This is an optimization exercise on Yosys and OpenROAD, whose aim is small area and a short achievable clock period, not a production implementation.
In this exercise RTL edits were held to simulation tests only and were not proved equivalent to the original.
The flow treats the clock pin as an ideal source. Dropping or thinning the clock tree relies on that and would not hold on a real chip.

== tundra ==
Design fehel_flit_rx, start of the top module:
module fehel_flit_rx (
    input  wire        clk,
    input  wire        rst,
    input  wire        in_valid,
    input  wire [63:0] in_data,
    output reg         res_valid,
    output reg         res_crc_ok,
    output wire        res_ctrl,
    output wire [3:0]  res_err,        
    output wire [4:0]  res_msgs,
    output wire [19:0] res_vc_slots,   
    output wire [11:0] res_fseq,
    output wire [11:0] res_fack
);
clock: 12.0 ns
lec_check: 0
cap_margin: 20
core_margin: 2
core_utilization: 55
slew_margin: 20
standard.sh (not shown) runs the stock make flow with config.mk's settings and CLKGATE_MAP_FILE= SYNTH_SCRIPT=/design/flow/synth_recipe.tcl, a recipe that flattens the netlist after the stock synthesis.
==> flow/flow/run.sh <==
#!/bin/bash
# Layout: the standard ORFS flow (standard.sh), with these changes:
#  - every port gets a plain buf_1 as its port buffer;
#  - clock tree: two short levels of clock buffers (flow/cts_manual.tcl,
#    8 leaf buffers under 4 root buffers);
#  - the timing repair after CTS and after global routing aims for a setup
#    slack margin of 8.7 ns.
#  Placement settings: none. Repair settings: none.
# Each make call's output goes to its own make_*.log; ORFS keeps each tool's
# log under orfs/logs/.
set -euo pipefail
H=$PWD
B="BUFFER_PORTS_ARGS=-buffer_cell sky130_fd_sc_hd__buf_1"
C="PRE_CTS_TCL=$H/flow/cts_manual.tcl"
bash standard.sh "$B" "$C" synth > make_synth.log 2>&1
bash standard.sh "$B" "$C"  floorplan place > make_place.log 2>&1
bash standard.sh "$B" "$C"  SETUP_SLACK_MARGIN=8.7  cts > make_cts.log 2>&1
bash standard.sh "$B" "$C"  SETUP_SLACK_MARGIN=8.7  finish > make_finish.log 2>&1
==> flow/flow/cts_manual.tcl <==
# Sourced by ORFS's cts.tcl as PRE_CTS_TCL. Replaces clock_tree_synthesis
# with a short two-level clock tree: the registers are split by location
# into NLEAF groups of equal size (halving by x, then by y, ...), each driven
# by a leaf clock buffer at the group's centre; the leaf buffers are split
# the same way into NROOT groups, each driven by a root clock buffer at its
# centre. The clock port feeds only the NROOT root buffers, and every
# register sees exactly one root and one leaf buffer.

proc mcts_split { items n } {
  set groups [list $items]
  set axis 0
  while { [llength $groups] < $n } {
    set ng {}
    foreach g $groups {
      set s [lsort -integer -index $axis $g]
      set h [expr { [llength $s] / 2 }]
      lappend ng [lrange $s 0 [expr { $h - 1 }]] [lrange $s $h end]
    }
    set groups $ng
    set axis [expr { 1 - $axis }]
  }
  return $groups
}

proc mcts_drive { block master name in_net group } {
  # group: list of {x y iterm}; returns {cx cy A-iterm}
  set sx 0; set sy 0
  foreach s $group { incr sx [lindex $s 0]; incr sy [lindex $s 1] }
  set n [llength $group]
  set cx [expr { $sx / $n }]
  set cy [expr { $sy / $n }]
  set inst [odb::dbInst_create $block $master $name]
  set net [odb::dbNet_create $block "${name}_net"]
  $net setSigType CLOCK
  [$inst findITerm X] connect $net
  foreach s $group {
    set it [lindex $s 2]
    $it disconnect
    $it connect $net
  }
  $inst setLocation [expr { $cx - [$master getWidth] / 2 }] [expr { $cy - [$master getHeight] / 2 }]
  $inst setPlacementStatus PLACED
  set a [$inst findITerm A]
  $a connect $in_net
  puts "manual_cts: $name drives $n pins at ($cx, $cy)"
  return [list $cx $cy $a]
}

proc manual_cts { } {
  set nleaf 8
  set nroot 4
  if { [info exists ::env(MCTS_NLEAF)] } { set nleaf $::env(MCTS_NLEAF) }
  if { [info exists ::env(MCTS_NROOT)] } { set nroot $::env(MCTS_NROOT) }
  set block [ord::get_db_block]
  set db [ord::get_db]
  set leafcell sky130_fd_sc_hd__clkbuf_16
  set rootcell sky130_fd_sc_hd__clkbuf_16
  if { [info exists ::env(MCTS_LEAF)] } { set leafcell $::env(MCTS_LEAF) }
  if { [info exists ::env(MCTS_ROOT)] } { set rootcell $::env(MCTS_ROOT) }
  set leafm [$db findMaster $leafcell]
  set rootm [$db findMaster $rootcell]
  set clk_net [$block findNet clk]
  set sinks {}
  foreach it [$clk_net getITerms] {
    set bb [[$it getInst] getBBox]
    lappend sinks [list [expr { ([$bb xMin] + [$bb xMax]) / 2 }] \
                        [expr { ([$bb yMin] + [$bb yMax]) / 2 }] $it]
  }
  set leaves {}
  set k 0
  foreach g [mcts_split $sinks $nleaf] {
    lappend leaves [mcts_drive $block $leafm "clkbuf_leaf_$k" $clk_net $g]
    incr k
  }
  set k 0
  foreach g [mcts_split $leaves $nroot] {
    mcts_drive $block $rootm "clkbuf_root_$k" $clk_net $g
    incr k
  }
  $clk_net setSigType CLOCK
  set_propagated_clock [all_clocks]
}

rename clock_tree_synthesis orig_clock_tree_synthesis
proc clock_tree_synthesis { args } {
  manual_cts
}
tundra completed end to end with timing, DRC and antenna clean.
#### Input delta (nickel over tundra)
==> flow/flow/run.sh <==
#!/bin/bash
# Layout: the standard ORFS flow (standard.sh), with three changes:
#  - every port gets a plain buf_1 as its port buffer;
#  - clock tree: two short levels of clock buffers (flow/cts_manual.tcl);
#  - the timing repair after CTS and after global routing aims for a setup
#    slack margin of 8.5 ns.
# Each make call's output goes to its own make_*.log; ORFS keeps each tool's
# log under orfs/logs/.
set -euo pipefail
H=$PWD
B="BUFFER_PORTS_ARGS=-buffer_cell sky130_fd_sc_hd__buf_1"
C="PRE_CTS_TCL=$H/flow/cts_manual.tcl"
bash standard.sh "$B" "$C" synth > make_synth.log 2>&1
bash standard.sh "$B" "$C" floorplan place > make_place.log 2>&1
bash standard.sh "$B" "$C" SETUP_SLACK_MARGIN=8.5 cts > make_cts.log 2>&1
bash standard.sh "$B" "$C" SETUP_SLACK_MARGIN=8.5 finish > make_finish.log 2>&1
-- flow/flow/cts_manual.tcl --
<<< tundra, line 49
proc manual_cts { } {
  set nleaf 8
  set nroot 4
  if { [info exists ::env(MCTS_NLEAF)] } { set nleaf $::env(MCTS_NLEAF) }
  if { [info exists ::env(MCTS_NROOT)] } { set nroot $::env(MCTS_NROOT) }
  set block [ord::get_db_block]
  set db [ord::get_db]
  set leafcell sky130_fd_sc_hd__clkbuf_16
  set rootcell sky130_fd_sc_hd__clkbuf_16
  if { [info exists ::env(MCTS_LEAF)] } { set leafcell $::env(MCTS_LEAF) }
  if { [info exists ::env(MCTS_ROOT)] } { set rootcell $::env(MCTS_ROOT) }
  set leafm [$db findMaster $leafcell]
  set rootm [$db findMaster $rootcell]
  set clk_net [$block findNet clk]
  set sinks {}
>>> nickel, line 49
proc manual_cts { } {
  set nleaf 8
  set nroot 2
  if { [info exists ::env(MCTS_NLEAF)] } { set nleaf $::env(MCTS_NLEAF) }
  if { [info exists ::env(MCTS_NROOT)] } { set nroot $::env(MCTS_NROOT) }
  set block [ord::get_db_block]
  set db [ord::get_db]
  set master [$db findMaster sky130_fd_sc_hd__clkbuf_16]
  set clk_net [$block findNet clk]
  set sinks {}
<<< tundra, line 70
  set k 0
  foreach g [mcts_split $sinks $nleaf] {
    lappend leaves [mcts_drive $block $leafm "clkbuf_leaf_$k" $clk_net $g]
    incr k
  }
  set k 0
  foreach g [mcts_split $leaves $nroot] {
    mcts_drive $block $rootm "clkbuf_root_$k" $clk_net $g
    incr k
  }
>>> nickel, line 65
  set k 0
  foreach g [mcts_split $sinks $nleaf] {
    lappend leaves [mcts_drive $block $master "clkbuf_leaf_$k" $clk_net $g]
    incr k
  }
  set k 0
  foreach g [mcts_split $leaves $nroot] {
    mcts_drive $block $master "clkbuf_root_$k" $clk_net $g
    incr k
  }
Notes after the runs:
Against tundra, maximum operating frequency in nickel came out worse. Core occupancy in the finished layout in nickel is 2.3 points below tundra. Sort nickel and tundra by global-route usage, ascending, and nickel comes first. Compared to tundra, nickel has share of the final layout cell area in sequential cells 0.95 points higher. Count of vias placed by the detailed router went down slightly going from tundra to nickel.
Setup changes, nickel to pepper
==> flow/flow/run.sh <==
#!/bin/bash
# Layout: the standard ORFS flow (standard.sh), with these changes:
#  - every port gets a plain buf_1 as its port buffer;
#  - clock tree: two short levels of clock buffers (flow/cts_manual.tcl,
#    8 leaf buffers under 4 root buffers);
#  - the timing repair after CTS and after global routing aims for a setup
#    slack margin of 8.75 ns.
#  Placement settings: PLACE_DENSITY=0.75. Repair settings: none.
# Each make call's output goes to its own make_*.log; ORFS keeps each tool's
# log under orfs/logs/.
set -euo pipefail
H=$PWD
B="BUFFER_PORTS_ARGS=-buffer_cell sky130_fd_sc_hd__buf_1"
C="PRE_CTS_TCL=$H/flow/cts_manual.tcl"
bash standard.sh "$B" "$C" synth > make_synth.log 2>&1
bash standard.sh "$B" "$C" PLACE_DENSITY=0.75 floorplan place > make_place.log 2>&1
bash standard.sh "$B" "$C" PLACE_DENSITY=0.75 SETUP_SLACK_MARGIN=8.75  cts > make_cts.log 2>&1
bash standard.sh "$B" "$C" PLACE_DENSITY=0.75 SETUP_SLACK_MARGIN=8.75  finish > make_finish.log 2>&1
-- flow/flow/cts_manual.tcl --
<<< nickel, line 49
proc manual_cts { } {
  set nleaf 8
  set nroot 2
  if { [info exists ::env(MCTS_NLEAF)] } { set nleaf $::env(MCTS_NLEAF) }
  if { [info exists ::env(MCTS_NROOT)] } { set nroot $::env(MCTS_NROOT) }
  set block [ord::get_db_block]
  set db [ord::get_db]
  set master [$db findMaster sky130_fd_sc_hd__clkbuf_16]
  set clk_net [$block findNet clk]
  set sinks {}
>>> pepper, line 49
proc manual_cts { } {
  set nleaf 8
  set nroot 4
  if { [info exists ::env(MCTS_NLEAF)] } { set nleaf $::env(MCTS_NLEAF) }
  if { [info exists ::env(MCTS_NROOT)] } { set nroot $::env(MCTS_NROOT) }
  set block [ord::get_db_block]
  set db [ord::get_db]
  set leafcell sky130_fd_sc_hd__clkbuf_16
  set rootcell sky130_fd_sc_hd__clkbuf_16
  if { [info exists ::env(MCTS_LEAF)] } { set leafcell $::env(MCTS_LEAF) }
  if { [info exists ::env(MCTS_ROOT)] } { set rootcell $::env(MCTS_ROOT) }
  set leafm [$db findMaster $leafcell]
  set rootm [$db findMaster $rootcell]
  set clk_net [$block findNet clk]
  set sinks {}
<<< nickel, line 65
  set k 0
  foreach g [mcts_split $sinks $nleaf] {
    lappend leaves [mcts_drive $block $master "clkbuf_leaf_$k" $clk_net $g]
    incr k
  }
  set k 0
  foreach g [mcts_split $leaves $nroot] {
    mcts_drive $block $master "clkbuf_root_$k" $clk_net $g
    incr k
  }
>>> pepper, line 70
  set k 0
  foreach g [mcts_split $sinks $nleaf] {
    lappend leaves [mcts_drive $block $leafm "clkbuf_leaf_$k" $clk_net $g]
    incr k
  }
  set k 0
  foreach g [mcts_split $leaves $nroot] {
    mcts_drive $block $rootm "clkbuf_root_$k" $clk_net $g
    incr k
  }
[summary]
As far as summed instance area of the synthesized netlist goes, nickel and pepper are indistinguishable; the numbers are identical. Routed wire length: pepper vs nickel up about 5.5%. The final layout from pepper, which completed every stage, passed the timing, design-rule and antenna checks at the end of the flow. nickel was carried through to the last stage, and its layout satisfied the timing, design-rule and antenna checks. Max freq nickel -> pepper: improved. Of the two values seen for launching instance or port of the critical path, u[16] was produced by pepper and u[41] by nickel.
[inputs] sierra vs pepper
Settings: a change of CORE_UTILIZATION from 55 to 45.
==> flow/flow/run.sh <==
#!/bin/bash
# Layout: the standard ORFS flow (standard.sh), with these changes:
#  - every port gets a plain buf_1 as its port buffer;
#  - clock tree: two short levels of clock buffers (flow/cts_manual.tcl,
#    8 leaf buffers under 4 root buffers);
#  - the timing repair after CTS and after global routing aims for a setup
#    slack margin of 8.75 ns.
#  Placement settings: PLACE_DENSITY=0.7. Repair settings: none.
# Each make call's output goes to its own make_*.log; ORFS keeps each tool's
# log under orfs/logs/.
set -euo pipefail
H=$PWD
B="BUFFER_PORTS_ARGS=-buffer_cell sky130_fd_sc_hd__buf_1"
C="PRE_CTS_TCL=$H/flow/cts_manual.tcl"
bash standard.sh "$B" "$C" synth > make_synth.log 2>&1
bash standard.sh "$B" "$C" PLACE_DENSITY=0.7 floorplan place > make_place.log 2>&1
bash standard.sh "$B" "$C" PLACE_DENSITY=0.7 SETUP_SLACK_MARGIN=8.75  cts > make_cts.log 2>&1
bash standard.sh "$B" "$C" PLACE_DENSITY=0.7 SETUP_SLACK_MARGIN=8.75  finish > make_finish.log 2>&1
==> run summary <==
- sierra ran to completion and came out clean on the timing, design-rule and antenna checks.
- In the floorplan summary, sierra is listed with a die area greater than that of pepper.
- Changes observed in sierra relative to pepper: worst max-slew margin expressed relative to the limit now sits lower, via count of the first global-routing pass now sits lower.
> inputs changed (sierra -> yarrow)
Settings: CORE_UTILIZATION: 45 -> 55.
==> flow/flow/run.sh <==
#!/bin/bash
# Layout: the standard ORFS flow (standard.sh), with these changes:
#  - every port gets a plain buf_1 as its port buffer;
#  - clock tree: two short levels of clock buffers (flow/cts_manual.tcl);
#  - the timing repair after CTS and after global routing aims for a setup
#    slack margin of 8.7 ns. Extra settings: PLACE_DENSITY=0.75
# Each make call's output goes to its own make_*.log; ORFS keeps each tool's
# log under orfs/logs/.
set -euo pipefail
H=$PWD
B="BUFFER_PORTS_ARGS=-buffer_cell sky130_fd_sc_hd__buf_1"
C="PRE_CTS_TCL=$H/flow/cts_manual.tcl"
bash standard.sh "$B" "$C" synth > make_synth.log 2>&1
bash standard.sh "$B" "$C" floorplan place > make_place.log 2>&1
bash standard.sh "$B" "$C" SETUP_SLACK_MARGIN=8.7 PLACE_DENSITY=0.75 cts > make_cts.log 2>&1
bash standard.sh "$B" "$C" SETUP_SLACK_MARGIN=8.7 PLACE_DENSITY=0.75 finish > make_finish.log 2>&1
-- flow/flow/cts_manual.tcl --
<<< sierra, line 49
proc manual_cts { } {
  set nleaf 8
  set nroot 4
  if { [info exists ::env(MCTS_NLEAF)] } { set nleaf $::env(MCTS_NLEAF) }
  if { [info exists ::env(MCTS_NROOT)] } { set nroot $::env(MCTS_NROOT) }
>>> yarrow, line 49
proc manual_cts { } {
  set nleaf 8
  set nroot 2
  if { [info exists ::env(MCTS_NLEAF)] } { set nleaf $::env(MCTS_NLEAF) }
  if { [info exists ::env(MCTS_NROOT)] } { set nroot $::env(MCTS_NROOT) }
Results
On yarrow: number of global-route vias before repair is 99 higher than what sierra gave. Sort sierra and yarrow by proportion of cell area occupied by multi-input gates, descending, and yarrow comes first. In yarrow, the pin count of the biggest net entering global routing came out about 1.6% above the value in sierra. Looking at capturing instance or port of the critical path, the u[53] result is from yarrow; the u[15] one comes from sierra. Core utilization on yarrow is up relative to sierra. Via count ends up higher on sierra. Timing startpoint of the critical path = u[42]: sierra; timing startpoint of the critical path = u[22]: yarrow. [yarrow] total length of routed wires fell 7.8% relative to sierra. There was hardly any difference in net count of the finished layout between sierra and yarrow. | wire length on met3 | yarrow vs sierra | 3.4% lower |. In yarrow, the antenna cell count came out 1 above the value in sierra. Measured against each other, sierra and yarrow differ in clock period minus worst slack, the higher figure coming from yarrow. Comparing sierra and yarrow, the lower well tap count was measured on yarrow.
Setup changes, yarrow to raven
==> flow/flow/run.sh <==
#!/bin/bash
# Layout: the standard ORFS flow (standard.sh), with these changes:
#  - every port gets a plain buf_1 as its port buffer;
#  - clock tree: two short levels of clock buffers (flow/cts_manual.tcl,
#    8 leaf buffers under 4 root buffers);
#  - the timing repair after CTS and after global routing aims for a setup
#    slack margin of 8.75 ns.
#  Placement settings: PLACE_DENSITY=0.7. Repair settings: SKIP_CTS_REPAIR_TIMING=1.
# Each make call's output goes to its own make_*.log; ORFS keeps each tool's
# log under orfs/logs/.
set -euo pipefail
H=$PWD
B="BUFFER_PORTS_ARGS=-buffer_cell sky130_fd_sc_hd__buf_1"
C="PRE_CTS_TCL=$H/flow/cts_manual.tcl"
bash standard.sh "$B" "$C" synth > make_synth.log 2>&1
bash standard.sh "$B" "$C" PLACE_DENSITY=0.7 floorplan place > make_place.log 2>&1
bash standard.sh "$B" "$C" PLACE_DENSITY=0.7 SETUP_SLACK_MARGIN=8.75 SKIP_CTS_REPAIR_TIMING=1 cts > make_cts.log 2>&1
bash standard.sh "$B" "$C" PLACE_DENSITY=0.7 SETUP_SLACK_MARGIN=8.75 SKIP_CTS_REPAIR_TIMING=1 finish > make_finish.log 2>&1
-- flow/flow/cts_manual.tcl --
<<< yarrow, line 49
proc manual_cts { } {
  set nleaf 8
  set nroot 2
  if { [info exists ::env(MCTS_NLEAF)] } { set nleaf $::env(MCTS_NLEAF) }
  if { [info exists ::env(MCTS_NROOT)] } { set nroot $::env(MCTS_NROOT) }
>>> raven, line 49
proc manual_cts { } {
  set nleaf 8
  set nroot 4
  if { [info exists ::env(MCTS_NLEAF)] } { set nleaf $::env(MCTS_NLEAF) }
  if { [info exists ::env(MCTS_NROOT)] } { set nroot $::env(MCTS_NROOT) }
yarrow -> raven: fraction of the mapped netlist area in simple logic gates delta 0, exact match
raven: final antenna diode count is 1 lower than what yarrow reported.
raven vs yarrow — area growth from synthesis to final layout rose 1.8 points.
Fmax: raven higher than yarrow
Fill cell total of the finished layout: raven vs yarrow down 54
Area used by multi-input combinational logic ends up higher on raven.
Diff yarrow -> raven | cell area | up slightly
Measured against each other, raven and yarrow differ in transition at the pin with the smallest max-transition slack, the lower figure coming from raven.
For raven, the worst setup path endpoint was u[19], unlike yarrow, where it was u[53].
raven vs yarrow: sequential share of layout area down in raven
Global-route met1 utilization is higher on raven
On number of nets in the layout, raven tracks yarrow almost exactly.
In every run of this note, the design's own scripts or RTL, not TritonCTS, make the clock network.

[port drivers added, routing unchanged]
The flow's constraints put no driver on any port. The routed layouts listed below were extracted and timed again, unchanged, in two steps. Step 1 (the two cells are an assumption about what drives the block):
set clk [get_ports {clk}]
set_driving_cell -lib_cell sky130_fd_sc_hd__clkbuf_16 $clk
set_driving_cell -lib_cell sky130_fd_sc_hd__buf_2 [delete_from_list [all_inputs] $clk]
Step 2 moves the port delays by t, midway between the first and last clock arrival at a register: inputs arrive t later, outputs are due t later. That takes back most of the time a late clock gives input paths. Slacks: ideal / step 1 / step 2; pairs: ideal / step 1.
run | t, ns | slack for setup (ns) | slew at the worst register clock pin (ns) | pins driven straight from the clock port
tundra | 0.405 | 8.669 / 8.627 / 8.456 | 0.09 / 0.09 | 4
nickel | 0.408 | 8.445 / 8.445 / 8.226 | 0.10 / 0.10 | 2
pepper | 0.407 | 8.695 / 8.640 / 8.450 | 0.12 / 0.12 | 4
sierra | 0.408 | 8.723 / 8.632 / 8.478 | 0.11 / 0.11 | 4
yarrow | 0.410 | 8.619 / 8.619 / 8.399 | 0.10 / 0.10 | 2
raven | 0.412 | 8.710 / 8.639 / 8.485 | 0.12 / 0.12 | 4
After both steps setup and hold are still met in every run listed.
